This is an optimization exercise on Yosys and OpenROAD, whose aim is small area, a short achievable clock period and few clock cycles per item, not a production implementation.
Where RTL was checked, it was by simulation tests only, not by an equivalence proof against the original.
Only the layout flow was run in run 1; the RTL was not checked for function there.
No activity file was given, so power comes from the tool's default toggle rates. The clock port is modelled as an ideal driver; clocking choices that lean on that would not hold on a real chip.

### flow/design.v
module rs_gf_mul (
    input  wire [7:0] a,
    input  wire [7:0] b,
    output wire [7:0] p
);
    reg [14:0] t;
    integer i;
    always @* begin
        t = 15'd0;
        for (i = 0; i < 8; i = i + 1)
            if (b[i]) t = t ^ ({7'd0, a} << i);
        for (i = 14; i >= 8; i = i - 1)
            if (t[i]) t = t ^ (15'h011d << (i - 8));
    end
    assign p = t[7:0];
endmodule
module rs_gf_inv1 (
    input  wire [7:0]  a,
    output reg  [11:0] q
);
    function [3:0] m16(input [3:0] p, input [3:0] r);
        reg [6:0] t;
        integer i;
        begin
            t = 7'd0;
            for (i = 0; i < 4; i = i + 1)
                if (r[i]) t = t ^ ({3'd0, p} << i);
            for (i = 6; i >= 4; i = i - 1)
                if (t[i]) t = t ^ (7'h13 << (i - 4));
            m16 = t[3:0];
        end
    endfunction
    reg [7:0] b;
    reg [3:0] s1, s0;
    always @* begin
        b[0] = a[0] ^ a[1] ^ a[2] ^ a[3] ^ a[6];
        b[1] = a[1] ^ a[2] ^ a[4] ^ a[6] ^ a[7];
        b[2] = a[4] ^ a[5];
        b[3] = a[3] ^ a[4] ^ a[6];
        b[4] = a[4] ^ a[7];
        b[5] = a[1] ^ a[3] ^ a[4];
        b[6] = a[2] ^ a[5] ^ a[6];
        b[7] = a[5];
        s1[0] = b[6];
        s1[1] = b[5] ^ b[6] ^ b[7];
        s1[2] = b[5];
        s1[3] = b[4] ^ b[6] ^ b[7];
        s0[0] = b[0] ^ b[2];
        s0[1] = b[2];
        s0[2] = b[1] ^ b[3];
        s0[3] = b[3];
        q = {s1 ^ s0 ^ m16(b[7:4], b[3:0]), b};
    end
endmodule
module rs_gf_inv2 (
    input  wire [11:0] q,
    output reg  [7:0]  inv
);
    function [3:0] m16(input [3:0] p, input [3:0] r);
        reg [6:0] t;
        integer i;
        begin
            t = 7'd0;
            for (i = 0; i < 4; i = i + 1)
                if (r[i]) t = t ^ ({3'd0, p} << i);
            for (i = 6; i >= 4; i = i - 1)
                if (t[i]) t = t ^ (7'h13 << (i - 4));
            m16 = t[3:0];
        end
    endfunction
    reg [7:0] b, c;
    reg [3:0] di;
    always @* begin
        b = q[7:0];
        case (q[11:8])
            4'h0: di = 4'h0;
            4'h1: di = 4'h1;
            4'h2: di = 4'h9;
            4'h3: di = 4'he;
            4'h4: di = 4'hd;
            4'h5: di = 4'hb;
            4'h6: di = 4'h7;
            4'h7: di = 4'h6;
            4'h8: di = 4'hf;
            4'h9: di = 4'h2;
            4'ha: di = 4'hc;
            4'hb: di = 4'h5;
            4'hc: di = 4'ha;
            4'hd: di = 4'h4;
            4'he: di = 4'h3;
            4'hf: di = 4'h8;
            default: di = 4'h0;
        endcase
        c = {m16(b[7:4], di), m16(b[7:4] ^ b[3:0], di)};
        inv[0] = c[0] ^ c[2] ^ c[5] ^ c[6];
        inv[1] = c[1] ^ c[4] ^ c[6] ^ c[7];
        inv[2] = c[1] ^ c[3] ^ c[4] ^ c[5];
        inv[3] = c[1] ^ c[2] ^ c[4] ^ c[5] ^ c[6];
        inv[4] = c[2] ^ c[7];
        inv[5] = c[7];
        inv[6] = c[1] ^ c[3] ^ c[4] ^ c[5] ^ c[6] ^ c[7];
        inv[7] = c[2] ^ c[4] ^ c[7];
    end
endmodule
module rs_col_decoder (
    input  wire       clk,
    input  wire       rst,
    input  wire       in_valid,
    output wire       in_ready,
    input  wire [7:0] in_data,
    input  wire       in_erase,
    output reg        corr_valid,
    output reg  [7:0] corr_pos,
    output reg  [7:0] corr_val,
    output reg        res_valid,
    output reg        res_fail
);
    localparam integer M  = 7;      
    localparam integer N  = 35;     
    localparam integer D  = 33;     
    localparam [33*8-1:0] POWJ = {8'h9d, 8'hc0, 8'h60, 8'h30, 8'h18, 8'h0c, 8'h06, 8'h03, 8'h8f, 8'hc9, 8'hea, 8'h75, 8'hb4, 8'h5a, 8'h2d, 8'h98, 8'h4c, 8'h26, 8'h13, 8'h87, 8'hcd, 8'he8, 8'h74, 8'h3a, 8'h1d, 8'h80, 8'h40, 8'h20, 8'h10, 8'h08, 8'h04, 8'h02, 8'h01};
    localparam [7:0] ALPHA_247 = 8'h83;    
    localparam [7:0] ALPHA_INV = 8'h8e;    
    function [7:0] xa1(input [7:0] v);
        xa1 = {v[6:0], 1'b0} ^ (v[7] ? 8'h1d : 8'h00);
    endfunction
    function [63:0] mat(input [7:0] v);
        reg [7:0] t;
        integer q;
        begin
            t = v;
            for (q = 0; q < 8; q = q + 1) begin
                mat[8*q +: 8] = t;
                t = xa1(t);
            end
        end
    endfunction
    function [7:0] mmul(input [63:0] m, input [7:0] x);
        integer q;
        begin
            mmul = 8'd0;
            for (q = 0; q < 8; q = q + 1)
                mmul = mmul ^ (m[8*q +: 8] & {8{x[q]}});
        end
    endfunction
    integer i;
    genvar g;
    reg        rdy;
    reg  [7:0] cnt_a;       
    reg  [7:0] xa;          
    reg  [5:0] ecnt_a;      
    assign in_ready = rdy;
    wire       accept = in_valid & rdy;
    wire       firstpos = (cnt_a == 8'd0);
    wire       lastpos  = (cnt_a == 8'd247);
    wire [5:0] ecnt_n = firstpos ? {5'd0, in_erase} :
                        (in_erase && ecnt_a != 6'd33) ? ecnt_a + 6'd1 : ecnt_a;
    wire [7:0] xa_next;
    rs_gf_mul u_xa (.a(xa), .b(ALPHA_INV), .p(xa_next));
    reg  [7:0] s1 [0:31];
    reg        s2_idle;
    wire       hand  = accept & lastpos;
    wire [7:0] s1_mul [0:31];
    generate
        for (g = 0; g < 32; g = g + 1) begin : g_syn
            rs_gf_mul u_mul (.a(s1[g]), .b(POWJ[8*g +: 8]), .p(s1_mul[g]));
        end
    endgenerate
    reg  [7:0] fq [0:D-1];
    reg  [5:0] occ, occm1;
    wire [7:0] fq_old = fq[occm1];
    wire       push   = accept & in_erase & (firstpos | (ecnt_a < 6'd32));
    wire       pop;
    wire [5:0] occ_next = occ + {5'd0, push} - {5'd0, pop};
    localparam [2:0] K_IDLE = 3'd0, K_START = 3'd1, K_START2 = 3'd2, K_LOAD = 3'd3, K_BM = 3'd4,
                     K_OM = 3'd5, K_DONE = 3'd6;
    reg  [2:0] kst;
    reg  [4:0] ph;           
    reg  [4:0] it;           
    reg        itl;          
    reg  [5:0] f2;           
    reg  [5:0] f2e;          
    reg  [5:0] L2;
    reg  signed [6:0] k2;
    reg  [63:0] gm, dm;      
    reg  [7:0]  dv;          
    reg  [7:0]  gsrc, dsrc;  
    reg         gld, dld;    
    reg  [7:0] dnx;          
    reg  [7:0] xn;           
    reg        ers, chg, ersn, chgn;
    reg        m_ld, m_bm, m_om, m_dn;
    reg        k_d1, k_t0;                  
    reg        a_s;                         
    reg        k_ok, tuse;
    reg  [6:0] zln;          
    reg  [4:0] zch;          
    reg  [6:0] la, lb;       
    reg  [4:0] ca, cb;       
    reg  [7:0] capa, capb;   
    reg  [7:0] cs1, cs2;     
    reg  [8*N-1:0] dr, tr, sr;    
    wire   ph0  = ph[0];
    wire   ph4  = ph[4];
    wire   zhit = |(zch & ph);
    wire [7:0] dn_l [0:M-1];
    wire [7:0] dnew [0:M-1];
    wire [7:0] tnew [0:M-1];
    wire [7:0] snew [0:M-1];
    generate
        for (g = 0; g < M; g = g + 1) begin : g_lane
            wire [7:0] rd0 = dr[8*g +: 8];
            wire [7:0] rd1 = dr[8*(g+1) +: 8];
            wire [7:0] rt0 = tr[8*g +: 8];
            wire [7:0] rs0 = sr[8*g +: 8];
            wire [7:0] rs1 = sr[8*(g+1) +: 8];
            wire [7:0] tm1, tm2;
            if (g == 0) begin : g_c0
                assign tm1 = cs1;
                assign tm2 = cs2;
            end else if (g == 1) begin : g_c1
                assign tm1 = sr[8*(g-1) +: 8];
                assign tm2 = cs1;
            end else begin : g_cn
                assign tm1 = sr[8*(g-1) +: 8];
                assign tm2 = sr[8*(g-2) +: 8];
            end
            wire       m31 = (g == 3) ? (m_ld & ph4) : 1'b0;
            wire [7:0] opa = ({8{a_s}} & rs0) | ({8{m_bm}} & rd1);
            wire [7:0] opb = ({8{m_om}} & tm1) | ({8{m_bm}} & rt0);
            wire [7:0] dn  = mmul(gm, opa) ^ mmul(dm, opb);
            assign dn_l[g] = dn;
            wire       z   = zhit & zln[g];
            wire [7:0] tkp = ({8{k_d1}} & rd1) | ({8{k_t0}} & rt0);
            assign tnew[g] = ({8{~z | k_ok}} & tkp) ^ ({8{tuse & (~z | k_ok) & ~m31}} & dn);
            if (g == 5) begin : g_pad
                assign dnew[g] = m_bm ? (ph4 ? 8'd0 : dn) : (m_ld ? dn : rd0);
            end else begin : g_npad
                assign dnew[g] = (m_bm | m_ld) ? dn : rd0;
            end
            assign snew[g] = m_om ? tm2 : rs0;
        end
    endgenerate
    wire [7:0] ha, hb;
    reg  [7:0] ha_r, hb_r;
    always @* begin
        ha_r = 8'd0;
        hb_r = 8'd0;
        for (i = 0; i < M; i = i + 1) begin
            ha_r = ha_r | ({8{la[i]}} & dr[8*i +: 8]);
            hb_r = hb_r | ({8{lb[i]}} & dr[8*i +: 8]);
        end
    end
    assign ha = ha_r;
    assign hb = hb_r;
    always @* begin
        gld  = 1'b0;
        dld  = 1'b0;
        gsrc = capa;
        dsrc = capb;
        case (kst)
        K_START2: begin
            gld  = 1'b1;
            dld  = 1'b1;
            gsrc = 8'h01;
            dsrc = (f2e != 6'd0) ? xn : s1[0];
        end
        K_BM: if (ph4) begin
            gld  = itl || (!ers && chg);
            dld  = 1'b1;
            gsrc = itl ? capa : dv;
            dsrc = itl ? capb : (ersn ? xn : dnx);
        end
        K_OM: if (ph4) begin
            gld  = 1'b1;
            dld  = 1'b1;
            gsrc = ca[4] ? ha : capa;
            dsrc = cb[4] ? hb : capb;
        end
        default: ;
        endcase
    end
    assign pop = ((kst == K_START) && (f2e != 6'd0)) ||
                 (m_bm && ph4 && !itl && ersn);
    wire kge_n = ers ? 1'b1 : (chg ? 1'b0 : (k2 >= -7'sd1));
    reg  [7:0] lc [0:32];      
    reg  [7:0] wc [0:31];      
    reg        act3, pl3;
    reg  [7:0] pos3;       
    reg  [5:0] cnt3;
    reg        over3, bad3;
    wire       s3_ready = ~act3 | pl3;
    wire       load3    = m_dn && ph0 && s3_ready;
    wire [7:0] lc_step [0:32];
    wire [7:0] wc_step [0:31];
    generate
        for (g = 0; g < 33; g = g + 1) begin : g_chl
            rs_gf_mul u_ms (.a(lc[g]), .b(POWJ[8*g +: 8]), .p(lc_step[g]));
        end
        for (g = 0; g < 32; g = g + 1) begin : g_cho
            rs_gf_mul u_ms (.a(wc[g]), .b(POWJ[8*(g+1) +: 8]), .p(wc_step[g]));
        end
    endgenerate
    reg [7:0] lam_sum, lam_odd, om_sum;
    always @* begin
        lam_sum = 8'd0;
        lam_odd = 8'd0;
        om_sum  = 8'd0;
        for (i = 0; i < 33; i = i + 1) begin
            lam_sum = lam_sum ^ lc[i];
            if (i % 2 == 1) lam_odd = lam_odd ^ lc[i];
        end
        for (i = 0; i < 32; i = i + 1) om_sum = om_sum ^ wc[i];
    end
    wire root  = act3 && (lam_sum == 8'd0);
    wire fin3  = act3 && pl3;
    wire fail3 = bad3 | over3 | (root ? (cnt3 != 6'd1) : (cnt3 != 6'd0));
    reg        p1v, pav, p2v;
    reg  [7:0] p1odd, p1om, paom, p2inv, p2om;
    reg  [11:0] paq;
    reg        ld1, ld2, ld3, ld4;  
    reg        r1v, r1f, rav, raf, r2v, r2f;
    wire [11:0] odd_q;
    wire [7:0] odd_inv;
    wire [7:0] err_val;
    rs_gf_inv1 u_inv1 (.a(p1odd), .q(odd_q));
    rs_gf_inv2 u_inv2 (.q(paq), .inv(odd_inv));
    rs_gf_mul u_forney (.a(p2om), .b(p2inv), .p(err_val));
    always @(posedge clk) begin
        dr <= {dnew[6], dnew[5], dnew[4], dnew[3], dnew[2], dnew[1], dnew[0], dr[8*N-1:8*M]};
        tr <= {tnew[6], tnew[5], tnew[4], tnew[3], tnew[2], tnew[1], tnew[0], tr[8*N-1:8*M]};
        if (kst == K_START2) begin
            for (i = 0; i < N; i = i + 1)
                sr[8*i +: 8] <= (i < 32) ? s1[i] : ((i == 32) ? 8'h01 : 8'h00);
        end else begin
            sr <= {snew[6], snew[5], snew[4], snew[3], snew[2], snew[1], snew[0], sr[8*N-1:8*M]};
        end
        cs1 <= ph4 ? 8'd0 : sr[8*(M-1) +: 8];
        cs2 <= ph4 ? 8'd0 : sr[8*(M-2) +: 8];
        if (accept) begin
            for (i = 0; i < 32; i = i + 1)
                s1[i] <= (firstpos ? 8'd0 : s1_mul[i]) ^ in_data;
        end
        if (push) begin
            fq[0] <= xa;
            for (i = 1; i < D; i = i + 1) fq[i] <= fq[i-1];
        end
        if (hand) begin
            f2  <= ecnt_n;
            f2e <= (ecnt_n > 6'd32) ? 6'd32 : ecnt_n;
        end
        if (gld) gm <= mat(gsrc);
        if (dld) begin
            dm <= mat(dsrc);
            dv <= dsrc;
        end
        if (kst == K_START) xn <= fq_old;
        if (m_bm && ph[3] && ersn) xn <= fq_old;    
        if (m_bm && ph0) dnx <= dn_l[0];
        if (m_bm && ph[1]) chgn <= (dnx != 8'd0) && kge_n;
        if (m_bm && ph0) ersn <= ({1'b0, it} + 6'd1 < f2e);
        if (m_bm && ph0) begin
            capa <= dn_l[0];
            capb <= dn_l[1];
        end else if (m_om) begin
            if (|(ca & ph)) capa <= ha;
            if (|(cb & ph)) capb <= hb;
        end
        case (kst)
        K_START2: begin
            k2   <= 7'sd0;
            L2   <= f2e;
            ers  <= (f2e != 6'd0);
            chg  <= (f2e == 6'd0) && (s1[0] != 8'd0);
            ersn <= (f2e > 6'd1);
            zln  <= 7'b0000100;          
            zch  <= 5'b10000;
        end
        K_BM: if (ph4) begin
            if (!ers) begin
                if (chg) begin
                    k2 <= -k2 - 7'sd1;
                    L2 <= {1'b0, it} + 6'd1 + f2e - L2;
                end else begin
                    k2 <= k2 + 7'sd1;
                end
            end
            ers <= ersn;
            chg <= chgn;
            if (itl) begin
                la <= 7'b0000100;        
                ca <= 5'b00001;
                lb <= 7'b0001000;        
                cb <= 5'b00001;
            end
            if (zln[0]) begin
                zln <= 7'b1000000;
                zch <= {1'b0, zch[4:1]};
            end else begin
                zln <= {1'b0, zln[6:1]};
            end
        end
        K_OM: if (ph4) begin
            la <= {la[4:0], la[6:5]};
            if (la[5] || la[6]) ca <= {ca[3:0], 1'b0};
            lb <= {lb[4:0], lb[6:5]};
            if (lb[5] || lb[6]) cb <= {cb[3:0], 1'b0};
        end
        default: ;
        endcase
        if (load3) begin
            for (i = 0; i < 33; i = i + 1) lc[i] <= dr[8*(32-i) +: 8];
            for (i = 0; i < 32; i = i + 1) wc[i] <= tr[8*(31-i) +: 8];
            cnt3  <= L2;
            over3 <= 1'b0;
            bad3  <= (f2 > 6'd32) || ({L2, 1'b0} > {1'b0, f2} + 7'd32);
        end else begin
            for (i = 0; i < 33; i = i + 1) lc[i] <= lc_step[i];
            for (i = 0; i < 32; i = i + 1) wc[i] <= wc_step[i];
            if (root) begin
                cnt3 <= cnt3 - 6'd1;
                if (cnt3 == 6'd0) over3 <= 1'b1;
            end
        end
        p1odd <= lam_odd;
        p1om  <= om_sum;
        paq   <= odd_q;
        paom  <= p1om;
        p2inv <= odd_inv;
        p2om  <= paom;
        corr_pos <= ld4 ? 8'd247 : corr_pos - 8'd1;
        ld1 <= load3;
        ld2 <= ld1;
        ld3 <= ld2;
        ld4 <= ld3;
        corr_val <= err_val;
        r1f <= fail3;
        raf <= r1f;
        r2f <= raf;
        res_fail <= r2f;
        if (rst) begin
            rdy     <= 1'b1;
            cnt_a   <= 8'd0;
            xa      <= ALPHA_247;
            ecnt_a  <= 6'd0;
            occ     <= 6'd0;
            occm1   <= 6'd63;
            kst     <= K_IDLE;
            s2_idle <= 1'b1;
            m_ld    <= 1'b0;
            a_s     <= 1'b0;
            m_bm    <= 1'b0;
            m_om    <= 1'b0;
            m_dn    <= 1'b0;
            ph      <= 5'b00001;
            it      <= 5'd0;
            act3    <= 1'b0;
            p1v     <= 1'b0;
            pav     <= 1'b0;
            p2v     <= 1'b0;
            r1v     <= 1'b0;
            rav     <= 1'b0;
            r2v     <= 1'b0;
            corr_valid <= 1'b0;
            res_valid  <= 1'b0;
        end else begin
            if (accept) begin
                cnt_a  <= lastpos ? 8'd0 : cnt_a + 8'd1;
                xa     <= lastpos ? ALPHA_247 : xa_next;
                ecnt_a <= ecnt_n;
            end
            rdy <= ~(accept && lastpos) &&
                   ~((accept ? (cnt_a == 8'd246) : lastpos) &&
                     ~((s2_idle && !hand) || (m_dn && load3))) &&
                   (occ_next <= D - 1);
            occ   <= occ_next;
            occm1 <= occ_next - 6'd1;
            ph <= {ph[3:0], ph[4]};
            case (kst)
            K_IDLE: if (hand) begin
                kst     <= K_START;
                s2_idle <= 1'b0;
            end
            K_START: kst <= K_START2;
            K_START2: begin
                kst  <= K_LOAD;
                m_ld <= 1'b1;
                ph   <= 5'b00001;
                it   <= 5'd0;
                itl  <= 1'b0;
                a_s  <= 1'b1;
                k_d1 <= 1'b0;
                k_t0 <= 1'b0;
                k_ok <= 1'b1;
                tuse <= 1'b1;
            end
            K_LOAD: if (ph4) begin
                kst  <= K_BM;
                m_ld <= 1'b0;
                m_bm <= 1'b1;
                a_s  <= 1'b0;
                k_d1 <= !ers && chg;
                k_t0 <= !ers && !chg;
                k_ok <= 1'b0;
                tuse <= ers;
            end
            K_BM: if (ph4) begin
                it  <= it + 5'd1;
                itl <= (it == 5'd30);
                if (itl) begin
                    kst  <= K_OM;
                    m_bm <= 1'b0;
                    m_om <= 1'b1;
                    a_s  <= 1'b1;
                    it   <= 5'd0;
                    k_d1 <= 1'b0; k_t0 <= 1'b0;
                    k_ok <= 1'b1;
                    tuse <= 1'b1;
                end else begin
                    k_d1 <= !ersn && chgn;
                    k_t0 <= !ersn && !chgn;
                    tuse <= ersn;
                end
            end
            K_OM: if (ph4) begin
                it  <= it + 5'd1;
                itl <= (it == 5'd14);
                k_t0 <= 1'b1;
                if (itl) begin
                    kst  <= K_DONE;
                    m_om <= 1'b0;
                    a_s  <= 1'b0;
                    m_dn <= 1'b1;
                    tuse <= 1'b0;
                end
            end
            K_DONE: if (load3) begin
                kst     <= K_IDLE;
                s2_idle <= 1'b1;
                m_dn    <= 1'b0;
            end
            default: kst <= K_IDLE;
            endcase
            if (load3) begin
                act3 <= 1'b1;
                pos3 <= 8'd0;
                pl3  <= 1'b0;
            end else if (act3) begin
                pos3 <= pos3 + 8'd1;
                pl3  <= (pos3 == 8'd246);
                if (pl3) act3 <= 1'b0;
            end
            p1v <= root;
            pav <= p1v && (p1om != 8'd0) && (p1odd != 8'd0);
            p2v <= pav;
            corr_valid <= p2v;
            r1v <= fin3;
            rav <= r1v;
            r2v <= rav;
            res_valid <= r2v;
        end
    end
endmodule
### flow/flow/run.sh
#!/bin/bash
# Standard layout with three changes:
#  - the port buffers of buffer_ports are buf_4,
#  - timing repair aims at a setup slack of 8.75 ns (the design runs well
#    below the 12 ns clock),
#  - clock tree synthesis adds no dummy loads.
export BUFFER_PORTS_ARGS="-buffer_cell sky130_fd_sc_hd__buf_4"
export SETUP_SLACK_MARGIN=8.75
export CTS_ARGS="-sink_clustering_enable -repair_clock_nets -sink_clustering_size 30 -sink_clustering_max_diameter 60 -dont_use_dummy_load"
bash standard.sh > standard.log 2>&1
### flow/standard.sh
#!/bin/bash
# synth_recipe.tcl (not shown) runs the flow's synth.tcl, then flattens the netlist and writes it again
# the make line also repeats each setting of config.mk as NAME=value (left out here)
make -C /OpenROAD-flow-scripts/flow DESIGN_CONFIG=/design/flow/config.mk WORK_HOME=/design/flow/orfs CLKGATE_MAP_FILE= SYNTH_SCRIPT=/design/flow/synth_recipe.tcl "${@:-finish}"
### flow/config.mk
export PLATFORM = sky130hd
export DESIGN_NAME = rs_col_decoder
export DESIGN_NICKNAME = rs_col_decoder
export VERILOG_FILES = /design/flow/design.v
export SDC_FILE = /design/flow/constraint.sdc
export NUM_CORES = 8
export LEC_CHECK = 0
export CAP_MARGIN = 20
export CORE_MARGIN = 2
export CORE_UTILIZATION = 70
export CTS_CLUSTER_DIAMETER = 60
export CTS_CLUSTER_SIZE = 30
export SLEW_MARGIN = 20
### flow/constraint.sdc
create_clock -name core_clock -period 12.0 [get_ports {clk}]
set_input_delay 2.4000 -clock core_clock [delete_from_list [all_inputs] [get_ports {clk}]]
set_output_delay 2.4000 -clock core_clock [all_outputs]
set_load 0.01 [all_outputs]
==> out/results.ini, run 1 <==
[global_routing]
grt_pass1_vias = 72300
grt_max_degree = 189
grt.overflow.total = 0
grt_first_pass_wirelength_um = 474000
track_usage_pct = 42.5
antenna_found_initial = 20

[floorplan]
fp.coreArea_um2 = 147000
die_w_um = 389
die-area_um2 = 151000
rows = 141
initial_core_util_pct = 70.4
die_y_um = 389
ios = 32

[place]
post-place-ws_ns = 6.33
dp_hpwl_um = 224000
gp_congestion = 1.05
place_inst = 12100
buffer_ports.inserted = 31

[flow_run]
drv_cap = 0

[sta]
skew_ns = 0.127
tns_ns = 0
fin_crit_sh_pct = 31.6
finalSetupViolCount = 0
maxSlewHeadroom_pct = 12.3
fin_hold_ws_ns = 0.241
hold_violations = 0
slew_violations = 0
period_needed_ns = 3.79
rsz0062_at_grt = true
fin_ws_ns = 8.21
worstMarginPinSlew_ns = 1.31
max_freq_mhz = 264

[setup_path]
critPathTopFamily = adder cells
crit_required_ns = 12.72
crit_start = in_valid
r2r-end = occm1[5]
critPathMaxStageDelay_ns = 0.28
path_max_fanout = 5
arrival_ns = 4.51
path_common_cell = inv_2
path_class = in -> reg
crit_path_end_kind = flip-flop
worst-path-buf-inv = 5
reg2reg_depth = 16
setup.worst_path.start_class = input pin
cp_slowest_cell = ha_4
r2r_start = cnt_a[2]
r2r_slack_ns = 8.42
cp_cell_sequence = buf_12 -> nand2_8 -> inv_16 -> nand3_4 -> ha_4 -> inv_2 -> ha_4 -> inv_2 -> fa_2 -> inv_2 -> a21o_1 -> a21oi_2 -> xor2_2 -> nand4_1 -> xnor2_1 -> nand2b_1

[clock_network]
cts_buffers = 131
clock-sinks = 2212
clkTransAtPathRegs_ns = 0.10
cts_htree_levels = 4
cts_tree = built
ctsHoldBuffers = 0
clk_latency_ns = 0.83
root_buffer = clkbuf_16
clk_path_buf_depth = 3

[finish]
mostFrequentLayoutCells = nand2_1 (2,429), xnor2_1 (2,196), dfxtp_1 (1,449), xor2_1 (814), edfxtp_1 (736)
postLayoutCoreUtil_pct = 74.9
final_common_cell = nand2_1
syn2layout_area_growth_pct = 6.46
stdcell_count = 12300
drive_gt1_share_pct = 5.75
nets = 10400

[run_status]
outcome = no timing/DRC/antenna violations

[power_and_ir_drop]
sequentialPowerShare_pct = 36.6
p_int_w = 0.0218
swShare_pct = 41.7
power_frac_comb_pct = 52.0
p_switching_w = 0.0156
leakage_nw = 39.8
power.density_nw_per_um2 = 338
clkPwrFrac_pct = 11.5
ir_worst_vdd_v = 0.000423

[synthesis]
synth-seq-cells = 2212
ys_seq_area_share_pct = 49.8
ys_types = 79
synth_edf_count = 736
netlist_area_um2 = 104000
async_flop_share_pct = 0
postSynthCellCount = 10500
syn_nets = 10600
avgSynthCellArea_um2 = 9.87
synthFlopType = dfxtp_1
ys_warn_count = 12

[drt]
drt_first_iter_violations = 10500
routed_wl_um = 329000
drc = 0
drt.antenna.violating_nets = 0
dr.pass1.iters = 10
wire_per_inst_um = 26.8
num_vias = 75900
vias_per_cell = 6.18

[worst_hold_path]
hold_class = reg -> reg
hold_start = tr[238]
hold_path_end = tr[182]
whs_path_depth = 0

area by class of cell:
| class | count | area, um^2 |
|---|---|---|
| sequential | 2212 | 51700 |
| inverter | 84 | 365 |
| timing repair buffer | 214 | 2050 |
| fill | 10200 | 37000 |
| multi-input combinational | 7680 | 50400 |
| clock buffer | 131 | 3280 |
| antenna | 20 | 50.0 |
| timing repair inverter | 4 | 33.8 |
| tap | 1930 | 2410 |
power groups by stage:
stage / clock (W) / combinational (W) / sequential [W]
global placement: 0 / 0.0181 / 0.0136
floorplan: 0 / 0.0149 / 0.0123
CTS: 0.00429 / 0.0189 / 0.0135
detailed placement: 0 / 0.0186 / 0.0136
finish: 0.00428 / 0.0194 / 0.0136
global route: 0.00454 / 0.0209 / 0.0138
timing repair:
item	CTS	global route
pin swaps	19	17
endpoints found under the setup margin	997	619
gates resized for setup	149	83
cloned	10	4
setup buffers	18	21
hold endpoints to repair	0	0
cells by family after synthesis:
| group | Yosys count | share of synthesized area (%) |
|---|---|---|
| AOI/OAI and AO/OA | 1061 | 6.80 |
| xor gates and xnor gates | 3070 | 26.2 |
| adders and majority gates | 54 | 0.695 |
| buffers and inverters | 610 | 2.25 |
| DFF | 2212 | 49.8 |
| muxes | 129 | 1.31 |
| and+or+nand+nor | 3362 | 12.9 |
worst max-delay path by stage:
stage                      to  slack (ns)  depth (start not counted)
global route         occm1[5]        8.10                         16
global placement     occm1[5]        6.27                         16
floorplan            fq[0][0]        4.41                          6
CTS                 res_valid        8.24                          1
finish               occm1[5]        8.21                         16
detailed placement        rdy        6.33                         16
per-layer routing:
| layer | track usage [%] | up-vias | share of wire [%] |
|---|---|---|---|
| met4 | 23.8 | 14 | 6.7 |
| met1 | 56.4 | 36500 | 38 |
| met5 | 2.20 | - | 0.16 |
| li1 | - | 33700 | - |
| met3 | 13.1 | 1091 | 13 |
| met2 | 61.6 | 4642 | 42 |
through the flow:
stage               area, um^2  power [W]
finish                  110000     0.0373
global route            110000     0.0392
CTS                     110000     0.0367
detailed placement      106000     0.0322
global placement        106000     0.0317
floorplan               104000     0.0272
registers in the layout, indices dropped and copies added (netlist names), 29 cells and up:
signal and count:
lc 264, gm 29, s1 256, dr 280, wc 256, tr 280
dm 29, fq 264, sr 280
cell usage after synthesis, types with 14 or more instances:
library cell,instances,share of area [%]
nand2_1,2434,8.8
xnor2_1,2234,19
dfxtp_1,1476,29
xor2_1,818,6.9
edfxtp_1,736,21
nor2_1,560,2.0
clkbuf_1,447,1.6
a21oi_1,289,1.4
o21ai_0,253,1.2
a22o_1,203,1.7
nor3_1,115,0.56
mux2i_1,79,0.76
a22oi_1,77,0.56
inv_1,75,0.27
a221oi_1,67,0.57
and3_1,60,0.36
buf_1,52,0.19
mux2_2,49,0.53
ha_1,48,0.58
o21a_1,40,0.29
nand3_1,34,0.16
o31ai_1,32,0.23
nor2b_1,31,0.19
and2_1,29,0.18
nand4_1,27,0.16
buf_2,23,0.11
nand2b_1,23,0.14
a222oi_1,19,0.18
a21o_1,17,0.12
a211oi_1,14,0.10
==> run 2, diff against run 1 <==
--- a/flow/design.v
+++ b/flow/design.v
@@ -173,3 +173,6 @@
     wire       pop;
-    wire [5:0] occ_next = occ + {5'd0, push} - {5'd0, pop};
+    wire [5:0] occ_np = pop ? occm1 : occ;           
+    wire [5:0] occ_pp = pop ? occ : occ + 6'd1;      
+    wire [5:0] occ_next = push ? occ_pp : occ_np;
+    wire       fifo_ok  = push ? (occ_pp <= D - 1) : (occ_np <= D - 1);
     localparam [2:0] K_IDLE = 3'd0, K_START = 3'd1, K_START2 = 3'd2, K_LOAD = 3'd3, K_BM = 3'd4,
@@ -472,7 +475,7 @@
             rdy <= ~(accept && lastpos) &&
-                   ~((accept ? (cnt_a == 8'd246) : lastpos) &&
-                     ~((s2_idle && !hand) || (m_dn && load3))) &&
-                   (occ_next <= D - 1);
+                   ~(accept ? ((cnt_a == 8'd246) && ~((s2_idle && !lastpos) || (m_dn && load3)))
+                            : (lastpos && ~(s2_idle || (m_dn && load3)))) &&
+                   fifo_ok;
             occ   <= occ_next;
-            occm1 <= occ_next - 6'd1;
+            occm1 <= push ? (pop ? occm1 : occ) : (pop ? occm1 - 6'd1 : occm1);
             ph <= {ph[3:0], ph[4]};
==> run 2 against run 1 <==
Net effect:
- non-clock buffer count fell by 50
- die area rose by 0.37%
- fmax rose by 3.0%
- final area rose by 0.23%
- clock skew fell by 0.013 ns
- count of clock-buffer cells in the layout rose by 3
- clock power rose by 1%
- first-iteration DRC count fell by 4.4%
- critical path type is now reg -> out
- critical endpoint is now corr_pos[1]
==> out/results.ini, run 2 <==
[setup_path]
critPathMaxStageDelay_ns = 0.36
crit_cells = 1
cp_slowest_cell = dfxtp_4
reg2reg_depth = 9
path_class = reg -> out
cp_cell_sequence = buf_6
arrival_ns = 1.28
setup.worst_path.start_class = flip-flop
worst-path-buf-inv = 1
critPathTopFamily = flip-flops
crit_path_end_kind = primary output
crit_required_ns = 9.60
crit_start = corr_pos[1]
path_max_fanout = 2
r2r_start = m_bm

[sta]
rsz0062_at_grt = true
worstMarginPinSlew_ns = 1.37
fin_crit_sh_pct = 30.7
hold_violations = 0
skew_ns = 0.115
maxSlewHeadroom_pct = 8.88
tns_ns = 0
slew_violations = 0
fin_hold_ws_ns = 0.254
max_freq_mhz = 272
finalSetupViolCount = 0
period_needed_ns = 3.68

[drt]
drt_first_iter_violations = 10000
routed_wl_um = 319000
wire_per_inst_um = 25.9
dr.pass1.iters = 9
met1_length_um = 122000
vias_per_cell = 6.14
dr_wl_met3_um = 40500
maxUsedRoutingLayer = met5
drc = 0
num_vias = 75600
drt.antenna.violating_nets = 0
dr_wl_met2_um = 135000

[global_routing]
grt_max_degree = 209
antenna_found_initial = 18
grt_pass1_vias = 72000
grt.overflow.total = 0
track_usage_pct = 41.4
grt_first_pass_wirelength_um = 465000

[floorplan]
initial_core_util_pct = 70.4
rows = 141
die-area_um2 = 152000
die_w_um = 389
die_y_um = 389
ios = 32
fp.coreArea_um2 = 148000

[flow_run]
drv_cap = 0

[finish]
nets = 10400
final_common_cell = nand2_1
drive_gt1_share_pct = 5.61
mostFrequentLayoutCells = nand2_1 (2,465), xnor2_1 (2,206), dfxtp_1 (1,447), xor2_1 (785), edfxtp_1 (736)
top_regs = dr (280), sr (280), tr (280)
syn2layout_area_growth_pct = 6.30

[synthesis]
ys_types = 81
synth-seq-cells = 2212
synthFlopType = dfxtp_1
synth_common_cells = nand2_1 (2,474), xnor2_1 (2,257), dfxtp_1 (1,476), xor2_1 (788), edfxtp_1 (736)
syn_nets = 10700
async_flop_share_pct = 0
avgSynthCellArea_um2 = 9.81
ys_seq_area_share_pct = 49.7
synth.area.top_cells = dfxtp_1 (28%), edfxtp_1 (21%), xnor2_1 (19%)
postSynthCellCount = 10600
synth_top_area_share_pct = 28.4
yosys.area.top_type = dfxtp_1
synth_edf_count = 736
yosysMostFrequentCell = nand2_1
ys_warn_count = 12
netlist_area_um2 = 104000

[place]
buffer_ports.inserted = 31
gp_congestion = 1.04
dp_hpwl_um = 224000

[clock_network]
cts_htree_levels = 4
cts_buffers = 134
root_buffer = clkbuf_16
clk_path_buf_depth = 3
clock-sinks = 2212
clkTransAtPathRegs_ns = 0.09
cts_tree = built
clk_latency_ns = 0.81
ctsHoldBuffers = 0

[worst_hold_path]
whs_path_depth = 0
hold_start = tr[275]
hold_class = reg -> reg

[power_and_ir_drop]
power.density_nw_per_um2 = 315
leakage_nw = 39.8
ir_worst_vdd_v = 0.000555

[run_status]
outcome = no timing/DRC/antenna violations

run 2: worst paths after layout:
check                endpoint  slack [ns]
hold reg to reg       tr[219]        0.25
hold / removal        tr[219]        0.25
setup / recovery  corr_pos[1]        8.32
setup reg to reg      tr[256]        8.67
run 2: where the power goes:
group	switching, W	internal [W]	leakage (nW)
Combinational	0.00882	0.00859	18.9
Sequential	0.00277	0.0103	19.2
Clock	0.00235	0.00198	1.65
Total	0.0139	0.0208	39.8
run 2: routing by layer:
layer | track usage, % | up-vias
met1 | 55.4 | 36200
met3 | 11.4 | 1139
li1 | - | 33800
met5 | 0.319 | -
met4 | 22.7 | 12
met2 | 60.9 | 4449
run 2: cell families after synthesis:
kind of cell / after synthesis / synth area share, %
compound gates: 1064 / 6.69
xor+xnor: 3059 / 25.9
fa+ha+maj: 51 / 0.650
buf+inv: 637 / 2.33
flops: 2212 / 49.7
mux: 157 / 1.60
simple gates: 3424 / 13.1
run 2: metrics by stage:
step | utilization (%) | std cells | instance area [um^2] | power (W) | setup WS, ns
3_3_place_gp | 71.5 | 12100 | 106000 | 0.0292 | 6.39
2_1_floorplan | - | 10600 | 104000 | 0.0254 | 8.03
6_report | 74.9 | 12300 | 111000 | 0.0348 | 8.32
4_1_cts | 74.5 | 12300 | 110000 | 0.0345 | 8.28
3_5_place_dp | 71.5 | 12100 | 106000 | 0.0298 | 6.31
5_1_grt | 74.9 | 12300 | 111000 | 0.0366 | 8.28
run 2: repair_timing:
action,CTS,global route
cloned,7,2
setup buffers,14,18
resized for setup,170,85
pin swaps,5,13
setup endpoints to repair,973,554
run 2: final cells by class:
type                            instances  area [um^2]
Fill cell                           10400        37100
Tap cell                             1930         2410
Antenna cell                           11         27.5
Multi-Input combinational cell       7758        51000
Timing Repair inverter                  4         52.6
Sequential cell                      2212        51700
Timing Repair Buffer                  164         1600
Clock buffer                          134         3350
Inverter                               98          443
Testbench counts of run 2, summed over its fixed seeds: cycles 203,246, columns 800.
==> run 3, diff against run 2 <==
--- a/flow/flow/run.sh
+++ b/flow/flow/run.sh
@@ -8,3 +8,3 @@
 export SETUP_SLACK_MARGIN=8.75
-export CTS_ARGS="-sink_clustering_enable -repair_clock_nets -sink_clustering_size 30 -sink_clustering_max_diameter 60 -dont_use_dummy_load"
+export CTS_ARGS="-sink_clustering_enable -repair_clock_nets -sink_clustering_size 30 -sink_clustering_max_diameter 100 -dont_use_dummy_load"
 bash standard.sh > standard.log 2>&1
--- a/flow/config.mk
+++ b/flow/config.mk
@@ -10,3 +10,3 @@
 export CORE_UTILIZATION = 70
-export CTS_CLUSTER_DIAMETER = 60
+export CTS_CLUSTER_DIAMETER = 100
 export CTS_CLUSTER_SIZE = 30
==> run 3 against run 2 <==
Net effect:
- still clean on timing, DRC and antenna
- first-iteration DRC count up 3.6%
- clock power down about 20%
- fmax up 0.82%
- critical path type unchanged
- critical endpoint unchanged
- largest cell class unchanged
==> out/results.ini, run 3 <==
[clock_network]
clk_path_buf_depth = 3
cts_buffers = 84
clock-sinks = 2212
cts_tree = built
clkTransAtPathRegs_ns = 0.11
root_buffer = clkbuf_16
clk_latency_ns = 0.78
cts_htree_levels = 3

[global_routing]
antenna_found_initial = 16
track_usage_pct = 41.1
grt_first_pass_wirelength_um = 463000
grt_max_degree = 209
grt.overflow.total = 0
grt_pass1_vias = 71700

[sta]
hold_violations = 0
slew_violations = 0
fin_crit_sh_pct = 30.4
max_freq_mhz = 274
skew_ns = 0.105
tns_ns = 0
maxSlewHeadroom_pct = 11.9
worstMarginPinSlew_ns = 1.32
period_needed_ns = 3.65
finalSetupViolCount = 0
rsz0062_at_grt = true

[setup_path]
cp_slowest_cell = dfxtp_4
arrival_ns = 1.25
r2r_slack_ns = 8.71
setup.worst_path.start_class = flip-flop
worst-path-buf-inv = 1
crit_required_ns = 9.60
crit_path_end_kind = primary output
critPathTopFamily = flip-flops
path_max_fanout = 2
critPathMaxStageDelay_ns = 0.37
path_class = reg -> out
cp_cell_sequence = buf_6

[synthesis]
synth_edf_count = 736
synth_common_cells = nand2_1 (2,474), xnor2_1 (2,257), dfxtp_1 (1,476), xor2_1 (788), edfxtp_1 (736)
async_flop_share_pct = 0
postSynthCellCount = 10600
synth.area.top_cells = dfxtp_1 (28%), edfxtp_1 (21%), xnor2_1 (19%)
syn_nets = 10700
yosys.area.top_type = dfxtp_1
ys_warn_count = 12
ys_types = 81
synth_top_area_share_pct = 28.4
yosysMostFrequentCell = nand2_1
avgSynthCellArea_um2 = 9.81
ys_seq_area_share_pct = 49.7
netlist_area_um2 = 104000
synthFlopType = dfxtp_1
synth-seq-cells = 2212

[floorplan]
fp.coreArea_um2 = 148000
rows = 141
ios = 32
die_w_um = 389
die_y_um = 389
die-area_um2 = 152000
initial_core_util_pct = 70.4

[power_and_ir_drop]
power.density_nw_per_um2 = 310
sequentialPowerShare_pct = 38.5
leakage_nw = 39.2
swShare_pct = 40.6
power_frac_comb_pct = 51.4
clkPwrFrac_pct = 10.2
p_int_w = 0.0201
ir_worst_vdd_v = 0.000547
p_switching_w = 0.0138

[finish]
mostFrequentLayoutCells = nand2_1 (2,464), xnor2_1 (2,206), dfxtp_1 (1,447), xor2_1 (786), edfxtp_1 (736)
final_common_cell = nand2_1
nets = 10400
syn2layout_area_growth_pct = 5.06
postLayoutCoreUtil_pct = 74.0
drive_gt1_share_pct = 5.09
top_regs = dr (280), sr (280), tr (280)

[drt]
dr_wl_met2_um = 135000
drc = 0
vias_per_cell = 6.13
routed_wl_um = 318000
dr_wl_met3_um = 39500
num_vias = 75100
dr.pass1.iters = 8
maxUsedRoutingLayer = met5
met1_length_um = 122000
drt.antenna.violating_nets = 0
wire_per_inst_um = 26.0
drt_first_iter_violations = 10400

[run_status]
outcome = no timing/DRC/antenna violations

[place]
dp_hpwl_um = 224000
buffer_ports.inserted = 31
gp_congestion = 1.04

[flow_run]
drv_cap = 0

[worst_hold_path]
hold_class = reg -> reg

run 3: cell counts after synthesis:
No cell type changed its count.
run 3: final timing paths:
kind          startpoint          end  cells past startpoint
max reg2reg         m_om      tr[275]                      9
max          corr_pos[1]  corr_pos[1]                      1
min reg2reg      tr[275]      tr[219]                      0
min              tr[275]      tr[219]                      0
run 3: cell type report:
type / instances / area [um^2]
multi-input combinational: 7758 / 51000
tap: 1930 / 2410
clock buffer: 84 / 2100
timing repair inverter: 5 / 58.8
sequential: 2212 / 51700
inverter: 98 / 443
timing repair buffer: 160 / 1580
antenna: 5 / 12.5
fill: 10600 / 38400
run 3: worst register-to-register path, delay by kind of cell, from the launching register on:
family,cells,cell delay [ns]
xor gates and xnor gates,4,0.96
DFF,1,0.63
buffers and inverters,1,0.40
AOI/OAI and AO/OA,2,0.60
and+or+nand+nor,2,0.51
run 3: power groups by stage:
| stage | sequential (W) | clock, W | combinational [W] |
|---|---|---|---|
| floorplan | 0.0118 | 0 | 0.0137 |
| global placement | 0.0130 | 0 | 0.0162 |
| detailed placement | 0.0131 | 0 | 0.0167 |
| CTS | 0.0129 | 0.00346 | 0.0172 |
| global route | 0.0132 | 0.00370 | 0.0188 |
| finish | 0.0130 | 0.00345 | 0.0174 |
run 3: kinds of logic (layout without fill, tap and decap cells):
family | Yosys count | in the layout | share of synthesized area, %
AND/OR/NAND/NOR | 3424 | 3427 | 13.1
XOR/XNOR | 3059 | 3059 | 25.9
flip-flops | 2212 | 2212 | 49.7
AO/OA/AOI/OAI | 1064 | 1064 | 6.69
buffers and inverters | 637 | 347 | 2.33
multiplexers | 157 | 157 | 1.60
adder cells (fa/ha/maj) | 51 | 51 | 0.650
other | 0 | 5 | 0
run 3: metal layers:
metal / up-vias / global-route usage (%)
li1: 33700 / -
met1: 36000 / 55.5
met2: 4290 / 60.7
met3: 1107 / 10.6
met4: 16 / 22.5
met5: - / 0.319
run 3: what timing repair did:
item	4_1_cts	5_1_grt
hold buffers	0	0
pin swaps	6	8
setup endpoints to repair	973	483
resized for setup	165	82
gates cloned	8	2
buffers inserted	17	10
run 3: per-stage QoR:
stage	setup WS (ns)	cell area [um^2]	power [W]	hold WS (ns)	instances
6_report	8.35	109000	0.0339	0.290	12300
3_3_place_gp	6.39	106000	0.0292	0.310	12100
4_1_cts	8.31	109000	0.0336	0.293	12200
5_1_grt	8.30	109000	0.0357	0.292	12200
3_5_place_dp	6.31	106000	0.0298	0.312	12100
2_1_floorplan	8.03	104000	0.0254	0.310	10600
==> run 4, diff against run 3 <==
--- a/flow/flow/run.sh
+++ b/flow/flow/run.sh
@@ -8,3 +8,3 @@
 export SETUP_SLACK_MARGIN=8.75
-export CTS_ARGS="-sink_clustering_enable -repair_clock_nets -sink_clustering_size 30 -sink_clustering_max_diameter 100 -dont_use_dummy_load"
+export CTS_ARGS="-sink_clustering_enable -repair_clock_nets -sink_clustering_size 25 -sink_clustering_max_diameter 80 -dont_use_dummy_load -sink_clustering_levels 2"
 bash standard.sh > standard.log 2>&1
--- a/flow/config.mk
+++ b/flow/config.mk
@@ -10,4 +10,4 @@
 export CORE_UTILIZATION = 70
-export CTS_CLUSTER_DIAMETER = 100
-export CTS_CLUSTER_SIZE = 30
+export CTS_CLUSTER_DIAMETER = 80
+export CTS_CLUSTER_SIZE = 25
 export SLEW_MARGIN = 20
==> run 4 against run 3 <==
Net effect:
- still clean on timing, DRC and antenna
- sequential power barely moved
- via count rose by 0.54%
- sequential share of layout area fell by 0.26 points
- highest routed layer unchanged
==> out/results.ini, run 4 <==
[place]
buffer_ports.inserted = 31
gp_congestion = 1.04
place_inst = 12100
dp_hpwl_um = 224000

[floorplan]
die_y_um = 389
fp.coreArea_um2 = 148000
die_w_um = 389
ios = 32
initial_core_util_pct = 70.4
rows = 141
die-area_um2 = 152000

[power_and_ir_drop]
ir_worst_vdd_v = 0.000655
power.density_nw_per_um2 = 312
leakage_nw = 39.5

[setup_path]
crit_required_ns = 9.60
path_max_fanout = 2
setup.worst_path.start_class = flip-flop
critPathMaxStageDelay_ns = 0.36
worst-path-buf-inv = 1
critPathTopFamily = flip-flops
path_class = reg -> out
arrival_ns = 1.26
cp_slowest_cell = dfxtp_4
crit_path_end_kind = primary output
cp_cell_sequence = buf_6

[clock_network]
cts_htree_levels = 3
cts_buffers = 109
clk_path_buf_depth = 3
clk_latency_ns = 0.78
ctsHoldBuffers = 0
clkTransAtPathRegs_ns = 0.10
cts_tree = built
root_buffer = clkbuf_16
clock-sinks = 2212

[synthesis]
postSynthCellCount = 10600
ys_seq_area_share_pct = 49.7
synth-seq-cells = 2212
syn_nets = 10700
netlist_area_um2 = 104000
synth.area.top_cells = dfxtp_1 (28%), edfxtp_1 (21%), xnor2_1 (19%)
synth_common_cells = nand2_1 (2,474), xnor2_1 (2,257), dfxtp_1 (1,476), xor2_1 (788), edfxtp_1 (736)
yosysMostFrequentCell = nand2_1
ys_types = 81
yosys.area.top_type = dfxtp_1
ys_warn_count = 12
synth_edf_count = 736
synthFlopType = dfxtp_1
async_flop_share_pct = 0
avgSynthCellArea_um2 = 9.81
synth_top_area_share_pct = 28.4

[sta]
hold_violations = 0
finalSetupViolCount = 0
max_freq_mhz = 273
fin_crit_sh_pct = 30.5
worstMarginPinSlew_ns = 1.29
fin_hold_ws_ns = 0.260
tns_ns = 0
period_needed_ns = 3.66
rsz0062_at_grt = true
maxSlewHeadroom_pct = 13.9
slew_violations = 0
skew_ns = 0.131

[finish]
mostFrequentLayoutCells = nand2_1 (2,465), xnor2_1 (2,206), dfxtp_1 (1,448), xor2_1 (786), edfxtp_1 (736)
nFillCells = 10600
nets = 10400
stdcell_count = 12300
syn2layout_area_growth_pct = 5.65
top_regs = dr (280), sr (280), tr (280)
drive_gt1_share_pct = 5.20
final_common_cell = nand2_1

[global_routing]
grt.overflow.total = 0
grt_max_degree = 209
antenna_found_initial = 20
track_usage_pct = 41.2
grt_pass1_vias = 72000
grt_first_pass_wirelength_um = 464000

[flow_run]
drv_cap = 0

[drt]
num_vias = 75500
drt_first_iter_violations = 10300
dr.pass1.iters = 9
routed_wl_um = 319000
drt.antenna.violating_nets = 0
wire_per_inst_um = 26.0
drc = 0
vias_per_cell = 6.15

[worst_hold_path]
hold_class = reg -> reg

[run_status]
outcome = no timing/DRC/antenna violations

## run 4: cell counts after synthesis
Identical to the previous run, type by type.
## run 4: worst paths after layout
kind / slack [ns] / depth (start not counted) / startpoint / to
max: 8.34 / 1 / corr_pos[1] / corr_pos[1]
min: 0.26 / 0 / tr[275] / tr[219]
max reg2reg: 8.66 / 9 / m_bm / tr[275]
min reg2reg: 0.26 / 0 / tr[275] / tr[219]
## run 4: kinds of logic after synthesis
| kind of cell | Yosys count | share of synthesized area (%) |
|---|---|---|
| simple gates | 3424 | 13.1 |
| flops | 2212 | 49.7 |
| fa+ha+maj | 51 | 0.650 |
| xor+xnor | 3059 | 25.9 |
| compound gates | 1064 | 6.69 |
| mux | 157 | 1.60 |
| buf+inv | 637 | 2.33 |
## run 4: per-stage QoR
stage          instance area, um^2  util, %  setup WS (ns)  total power, W
2_1_floorplan               104000        -           8.03          0.0254
3_3_place_gp                106000     71.5           6.39          0.0292
3_5_place_dp                106000     71.5           6.31          0.0298
4_1_cts                     109000     74.0           8.30          0.0340
5_1_grt                     110000     74.4           8.30          0.0362
6_report                    110000     74.4           8.34          0.0343
## run 4: final cells by class
cell class | instances | area, um^2 | area share (%)
Inverter | 98 | 443 | 0.403
Sequential cell | 2212 | 51700 | 47.0
Tap cell | 1930 | 2410 | 2.20
Timing Repair Buffer | 165 | 1600 | 1.46
Antenna cell | 7 | 17.5 | 0.0159
Multi-Input combinational cell | 7758 | 50900 | 46.3
Timing Repair inverter | 5 | 58.8 | 0.0535
Clock buffer | 109 | 2730 | 2.48
## run 4: metal layers
metal	track usage (%)	routed length, um
met2	60.9	136000
met1	55.4	122000
met5	0.319	83
met3	10.9	39900
met4	22.6	21000
## run 4: power by group
group	leakage, nW	switching [W]	internal, W
sequential	19.2	0.00277	0.0103
clock	1.34	0.00227	0.00161
combinational	18.9	0.00884	0.00858
## run 4: worst register-to-register path: cells and delay by family (launching register included)
kind	cells	cell delay, ns
flip-flops	1	0.60
buffers and inverters	1	0.40
AO/OA/AOI/OAI	2	0.69
AND/OR/NAND/NOR	2	0.52
XOR/XNOR	4	0.98
## run 4: what timing repair did
action                     CTS  global route
cloned                       7             2
setup buffers               15            18
setup endpoints to repair  974           665
resized for setup          160            71
pin swaps                    5            12
==> run 5, diff against run 4 <==
--- a/flow/flow/run.sh
+++ b/flow/flow/run.sh
@@ -8,3 +8,3 @@
 export SETUP_SLACK_MARGIN=8.75
-export CTS_ARGS="-sink_clustering_enable -repair_clock_nets -sink_clustering_size 25 -sink_clustering_max_diameter 80 -dont_use_dummy_load -sink_clustering_levels 2"
+export CTS_ARGS="-sink_clustering_enable -repair_clock_nets -sink_clustering_size 25 -sink_clustering_max_diameter 80 -dont_use_dummy_load -balance_levels"
 bash standard.sh > standard.log 2>&1
==> run 5 against run 4 <==
Net effect:
- sequential share of layout area unchanged
- synthesized cell count unchanged
- first-iteration DRC count unchanged
- worst hold slack unchanged
- non-clock buffer count unchanged
- critical endpoint unchanged
==> out/results.ini, run 5 <==
[run_status]
outcome = no timing/DRC/antenna violations

[setup_path]
crit_required_ns = 9.60
path_class = reg -> out
r2r_start = m_bm
critPathTopFamily = flip-flops
cp_cell_sequence = buf_6
reg2reg_depth = 9
setup.worst_path.start_class = flip-flop
path_max_fanout = 2
r2r-end = tr[275]
critPathMaxStageDelay_ns = 0.36
cp_slowest_cell = dfxtp_4
crit_path_end_kind = primary output
worst-path-buf-inv = 1
cp-endpoint = corr_pos[1]
arrival_ns = 1.26
crit_cells = 1
r2r_slack_ns = 8.66
crit_start = corr_pos[1]

[synthesis]
syn_nets = 10700
synthFlopType = dfxtp_1
synth.area.top_cells = dfxtp_1 (28%), edfxtp_1 (21%), xnor2_1 (19%)
yosys.area.top_type = dfxtp_1
async_flop_share_pct = 0
yosysMostFrequentCell = nand2_1
ys_warn_count = 12
postSynthCellCount = 10600
synth_top_area_share_pct = 28.4
synth_edf_count = 736
ys_types = 81
ys_seq_area_share_pct = 49.7
netlist_area_um2 = 104000
synth_common_cells = nand2_1 (2,474), xnor2_1 (2,257), dfxtp_1 (1,476), xor2_1 (788), edfxtp_1 (736)
synth-seq-cells = 2212
avgSynthCellArea_um2 = 9.81

[sta]
slew_violations = 0
period_needed_ns = 3.66
fin_ws_ns = 8.34
skew_ns = 0.131
maxSlewHeadroom_pct = 13.9
worstMarginPinSlew_ns = 1.29
tns_ns = 0
finalSetupViolCount = 0
fin_crit_sh_pct = 30.5
hold_violations = 0
rsz0062_at_grt = true
max_freq_mhz = 273

[worst_hold_path]
whs_path_depth = 0
hold_class = reg -> reg

[global_routing]
grt_pass1_vias = 72000
grt_first_pass_wirelength_um = 464000
track_usage_pct = 41.2
grt.overflow.total = 0
grt_max_degree = 209
antenna_found_initial = 20

[floorplan]
initial_core_util_pct = 70.4
die-area_um2 = 152000
rows = 141
die_y_um = 389
ios = 32
fp.coreArea_um2 = 148000
die_w_um = 389

[drt]
num_vias = 75500
drt.antenna.violating_nets = 0
vias_per_cell = 6.15
routed_wl_um = 319000
drt_first_iter_violations = 10300
dr.pass1.iters = 9
drc = 0
wire_per_inst_um = 26.0

[finish]
nets = 10400
final_common_cell = nand2_1
stdcell_count = 12300
seq_area_um2 = 51700
top_regs = dr (280), sr (280), tr (280)
nFillCells = 10600
multi_input_area_um2 = 50900
mostFrequentLayoutCells = nand2_1 (2,465), xnor2_1 (2,206), dfxtp_1 (1,448), xor2_1 (786), edfxtp_1 (736)
drive_gt1_share_pct = 5.20
syn2layout_area_growth_pct = 5.65

[power_and_ir_drop]
power.density_nw_per_um2 = 312
ir_worst_vdd_v = 0.000655
leakage_nw = 39.5

[clock_network]
clk_path_buf_depth = 3
clock-sinks = 2212
cts_tree = built
ctsHoldBuffers = 0
root_buffer = clkbuf_16
clkTransAtPathRegs_ns = 0.10
cts_buffers = 109
cts_htree_levels = 3
clk_latency_ns = 0.78

[place]
place_inst = 12100
dp_hpwl_um = 224000
post-place-ws_ns = 6.31
buffer_ports.inserted = 31
gp_congestion = 1.04

[flow_run]
drv_cap = 0

## run 5: cell counts after synthesis
Identical to the previous run, type by type.
## run 5: how the worst min path moves through the flow
| stage | slack [ns] | from | endpoint |
|---|---|---|---|
| final | 0.26 | tr[275] | tr[219] |
| after global routing | 0.26 | tr[275] | tr[219] |
| after CTS | 0.25 | tr[275] | tr[219] |
| after detailed placement | 0.31 | paom[7] | p2om[7] |
| after global placement | 0.31 | paom[5] | p2om[5] |
| after floorplan | 0.31 | dr[264] | dr[208] |
## run 5: routing by layer
metal / vias up / routed length [um] / global-route usage, % / part of all wire [%]
met5: - / 83 / 0.319 / 0.026
met1: 36300 / 122000 / 55.4 / 38
met2: 4350 / 136000 / 60.9 / 43
met4: 12 / 21000 / 22.6 / 6.6
li1: 33800 / - / - / -
met3: 1124 / 39900 / 10.9 / 13
## run 5: report_power, final
part           internal, W  switching, W  leakage (nW)
clock              0.00161       0.00227          1.34
combinational      0.00858       0.00884          18.9
sequential          0.0103       0.00277          19.2
## run 5: logic make-up (layout without fill, tap and decap cells)
| logic type | Yosys count | in the layout | synth area share, % |
|---|---|---|---|
| adders and majority gates | 51 | 51 | 0.650 |
| xor gates and xnor gates | 3059 | 3059 | 25.9 |
| buffers and inverters | 637 | 377 | 2.33 |
| and+or+nand+nor | 3424 | 3427 | 13.1 |
| other | 0 | 7 | 0 |
| AOI/OAI and AO/OA | 1064 | 1064 | 6.69 |
| muxes | 157 | 157 | 1.60 |
| DFF | 2212 | 2212 | 49.7 |
## run 5: area by class of cell
class | count | area share, %
Timing Repair inverter | 5 | 0.0535
Antenna cell | 7 | 0.0159
Multi-Input combinational cell | 7758 | 46.3
Sequential cell | 2212 | 47.0
Tap cell | 1930 | 2.20
Timing Repair Buffer | 165 | 1.46
Inverter | 98 | 0.403
Clock buffer | 109 | 2.48
## run 5: what timing repair did
action                                  in CTS  in global routing
resized for setup                          160                 71
gates cloned                                 7                  2
buffers inserted                            15                 18
endpoints found under the setup margin     974                665
pin swaps                                    5                 12
## run 5: per-stage QoR
stage | util [%] | total power, W | hold slack, ns | cell area [um^2]
finish | 74.4 | 0.0343 | 0.260 | 110000
global route | 74.4 | 0.0362 | 0.259 | 110000
CTS | 74.0 | 0.0340 | 0.255 | 109000
detailed placement | 71.5 | 0.0298 | 0.312 | 106000
global placement | 71.5 | 0.0292 | 0.310 | 106000
floorplan | - | 0.0254 | 0.310 | 104000
==> run 6, diff against run 5 <==
--- a/flow/flow/run.sh
+++ b/flow/flow/run.sh
@@ -8,3 +8,3 @@
 export SETUP_SLACK_MARGIN=8.75
-export CTS_ARGS="-sink_clustering_enable -repair_clock_nets -sink_clustering_size 25 -sink_clustering_max_diameter 80 -dont_use_dummy_load -balance_levels"
+export CTS_ARGS="-sink_clustering_enable -repair_clock_nets -sink_clustering_size 25 -sink_clustering_max_diameter 80 -dont_use_dummy_load"
 bash standard.sh > standard.log 2>&1
==> run 6 against run 5 <==
Net effect:
- still clean on timing, DRC and antenna
- sequential power barely moved
- die area did not move
- utilization did not move
- critical path depth did not move
- clock power barely moved
- register-to-register slack barely moved
- synthesized cell count did not move
- first-iteration DRC count did not move
- sequential share of layout area did not move
- global-route usage did not move
- wire length did not move
- critical path type unchanged
- highest routed layer unchanged
==> out/results.ini, run 6 <==
[run_status]
outcome = no timing/DRC/antenna violations

[floorplan]
die_w_um = 389
die_y_um = 389
die-area_um2 = 152000
initial_core_util_pct = 70.4
rows = 141
ios = 32
fp.coreArea_um2 = 148000

[setup_path]
r2r_start = m_bm
worst-path-buf-inv = 1
path_max_fanout = 2
crit_required_ns = 9.60
critPathTopFamily = flip-flops
critPathMaxStageDelay_ns = 0.36
crit_path_end_kind = primary output
r2r-end = tr[275]
path_class = reg -> out
arrival_ns = 1.26
cp_slowest_cell = dfxtp_4
setup.worst_path.start_class = flip-flop
cp_cell_sequence = buf_6
r2r_slack_ns = 8.66
reg2reg_depth = 9

[finish]
postLayoutCoreUtil_pct = 74.4
syn2layout_area_growth_pct = 5.65
mostFrequentLayoutCells = nand2_1 (2,465), xnor2_1 (2,206), dfxtp_1 (1,448), xor2_1 (786), edfxtp_1 (736)
nFillCells = 10600
final_common_cell = nand2_1
design_area_um2 = 110000
drive_gt1_share_pct = 5.20
nets = 10400
top_regs = dr (280), sr (280), tr (280)

[power_and_ir_drop]
p_switching_w = 0.0139
ir_worst_vdd_v = 0.000655
clkPwrFrac_pct = 11.3
leakage_nw = 39.5
p_int_w = 0.0205
power_frac_comb_pct = 50.7
sequentialPowerShare_pct = 38.0
swShare_pct = 40.4
power.density_nw_per_um2 = 312

[sta]
finalSetupViolCount = 0
fin_ws_ns = 8.34
fin_crit_sh_pct = 30.5
hold_violations = 0
maxSlewHeadroom_pct = 13.9
rsz0062_at_grt = true
tns_ns = 0
skew_ns = 0.131
worstMarginPinSlew_ns = 1.29
slew_violations = 0
max_freq_mhz = 273
period_needed_ns = 3.66

[clock_network]
ctsHoldBuffers = 0
root_buffer = clkbuf_16
clk_latency_ns = 0.78
cts_buffers = 109
cts_htree_levels = 3
cts_tree = built
clkTransAtPathRegs_ns = 0.10
clock-sinks = 2212
clk_path_buf_depth = 3

[synthesis]
synth.area.top_cells = dfxtp_1 (28%), edfxtp_1 (21%), xnor2_1 (19%)
ys_seq_area_share_pct = 49.7
netlist_area_um2 = 104000
synth-seq-cells = 2212
synth_common_cells = nand2_1 (2,474), xnor2_1 (2,257), dfxtp_1 (1,476), xor2_1 (788), edfxtp_1 (736)
ys_warn_count = 12
avgSynthCellArea_um2 = 9.81
yosysMostFrequentCell = nand2_1
ys_types = 81
synthFlopType = dfxtp_1
async_flop_share_pct = 0
syn_nets = 10700
postSynthCellCount = 10600
yosys.area.top_type = dfxtp_1
synth_top_area_share_pct = 28.4
synth_edf_count = 736

[drt]
dr.pass1.iters = 9
num_vias = 75500
routed_wl_um = 319000
wire_per_inst_um = 26.0
drt.antenna.violating_nets = 0
drt_first_iter_violations = 10300
drc = 0
vias_per_cell = 6.15

[place]
buffer_ports.inserted = 31
dp_hpwl_um = 224000
post-place-ws_ns = 6.31
gp_congestion = 1.04
dpl_cell_area_um2 = 106000

[worst_hold_path]
hold_start = tr[275]
hold_path_end = tr[219]
whs_path_depth = 0
hold_class = reg -> reg

[global_routing]
grt_first_pass_wirelength_um = 464000
grt_pass1_vias = 72000
track_usage_pct = 41.2
grt.overflow.total = 0
grt_max_degree = 209
antenna_found_initial = 20

[flow_run]
drv_cap = 0

[run 6: how the worst max path moves through the flow]
stage                      startpoint          end  slack [ns]  cells after the start
after floorplan              in_valid       occ[1]        8.03                      8
after CTS                    res_fail     res_fail        8.30                      1
after global placement       in_valid    fq[12][5]        6.39                      6
final                     corr_pos[1]  corr_pos[1]        8.34                      1
after global routing         res_fail     res_fail        8.30                      1
after detailed placement     in_valid    fq[22][4]        6.31                      6
[run 6: area by class of cell]
type | count | area [um^2] | area share (%)
antenna | 7 | 17.5 | 0.0159
clock buffer | 109 | 2730 | 2.48
inverter | 98 | 443 | 0.403
multi-input combinational | 7758 | 50900 | 46.3
sequential | 2212 | 51700 | 47.0
tap | 1930 | 2410 | 2.20
timing repair buffer | 165 | 1600 | 1.46
timing repair inverter | 5 | 58.8 | 0.0535
[run 6: logic make-up (layout without fill, tap and decap cells)]
family / after synthesis / in the layout / share of synthesized area, %
AND/OR/NAND/NOR: 3424 / 3427 / 13.1
XOR/XNOR: 3059 / 3059 / 25.9
flip-flops: 2212 / 2212 / 49.7
other: 0 / 7 / 0
adder cells (fa/ha/maj): 51 / 51 / 0.650
multiplexers: 157 / 157 / 1.60
buffers and inverters: 637 / 377 / 2.33
AO/OA/AOI/OAI: 1064 / 1064 / 6.69
[run 6: power by group through the flow]
stage	Sequential [W]	Clock [W]	Combinational (W)
after floorplan	0.0118	0	0.0137
after global placement	0.0130	0	0.0162
after detailed placement	0.0131	0	0.0167
after CTS	0.0129	0.00390	0.0172
after global routing	0.0132	0.00415	0.0189
final	0.0130	0.00388	0.0174
[run 6: what timing repair did]
action                     4_1_cts  5_1_grt
cloned                           7        2
pin swaps                        5       12
setup endpoints to repair      974      665
setup buffers                   15       18
resized for setup              160       71
hold endpoints to repair         0        0
[run 6: metal layers]
layer / vias to the layer above / global-route usage, % / wire length (um)
li1: 33800 / - / -
met1: 36300 / 55.4 / 122000
met2: 4350 / 60.9 / 136000
met3: 1124 / 10.9 / 39900
met4: 12 / 22.6 / 21000
met5: - / 0.319 / 83
[run 6: stage by stage]
stage,instances,hold slack (ns),power (W)
after floorplan,10600,0.310,0.0254
after global placement,12100,0.310,0.0292
after detailed placement,12100,0.312,0.0298
after CTS,12300,0.255,0.0340
after global routing,12300,0.259,0.0362
final,12300,0.260,0.0343

re-timing with driven ports:
Ports are ideal in the flow. The routed layouts listed here were re-timed in OpenROAD.
Step 1 sets driving cells, clkbuf_16 on the clock port and buf_2 on the other inputs (assumed; they add their load-dependent delay and slew).
Step 2 also shifts input and output timing later by t, the mid clock arrival at the registers, as if the neighbouring blocks saw the same clock.
Three values: ideal, step 1, step 2; two values: the first two.
| run | t, ns | setup WS [ns] | clock arrival spread, ns | worst slew at a driven data input, ns | cell pins on the clock port's net |
|---|---|---|---|---|---|
| run 1 | 0.858 | 8.208 / 8.186 / 7.376 | 0.131 / 0.131 | 0.06 | 1 |
| run 2 | 0.848 | 8.318 / 8.229 / 8.059 | 0.134 / 0.134 | 0.03 | 1 |
| run 3 | 0.815 | 8.348 / 8.259 / 8.033 | 0.110 / 0.111 | 0.03 | 1 |
| run 4 | 0.818 | 8.343 / 8.254 / 8.075 | 0.153 / 0.153 | 0.03 | 1 |
| run 5 | 0.818 | 8.343 / 8.254 / 8.075 | 0.153 / 0.153 | 0.03 | 1 |
| run 6 | 0.818 | 8.343 / 8.254 / 8.075 | 0.153 / 0.153 | 0.03 | 1 |
After both steps setup and hold are still met in every run listed. The setup slack of run 1, which loses most, moves by -0.022 ns with the drivers and by -0.832 ns with both steps.
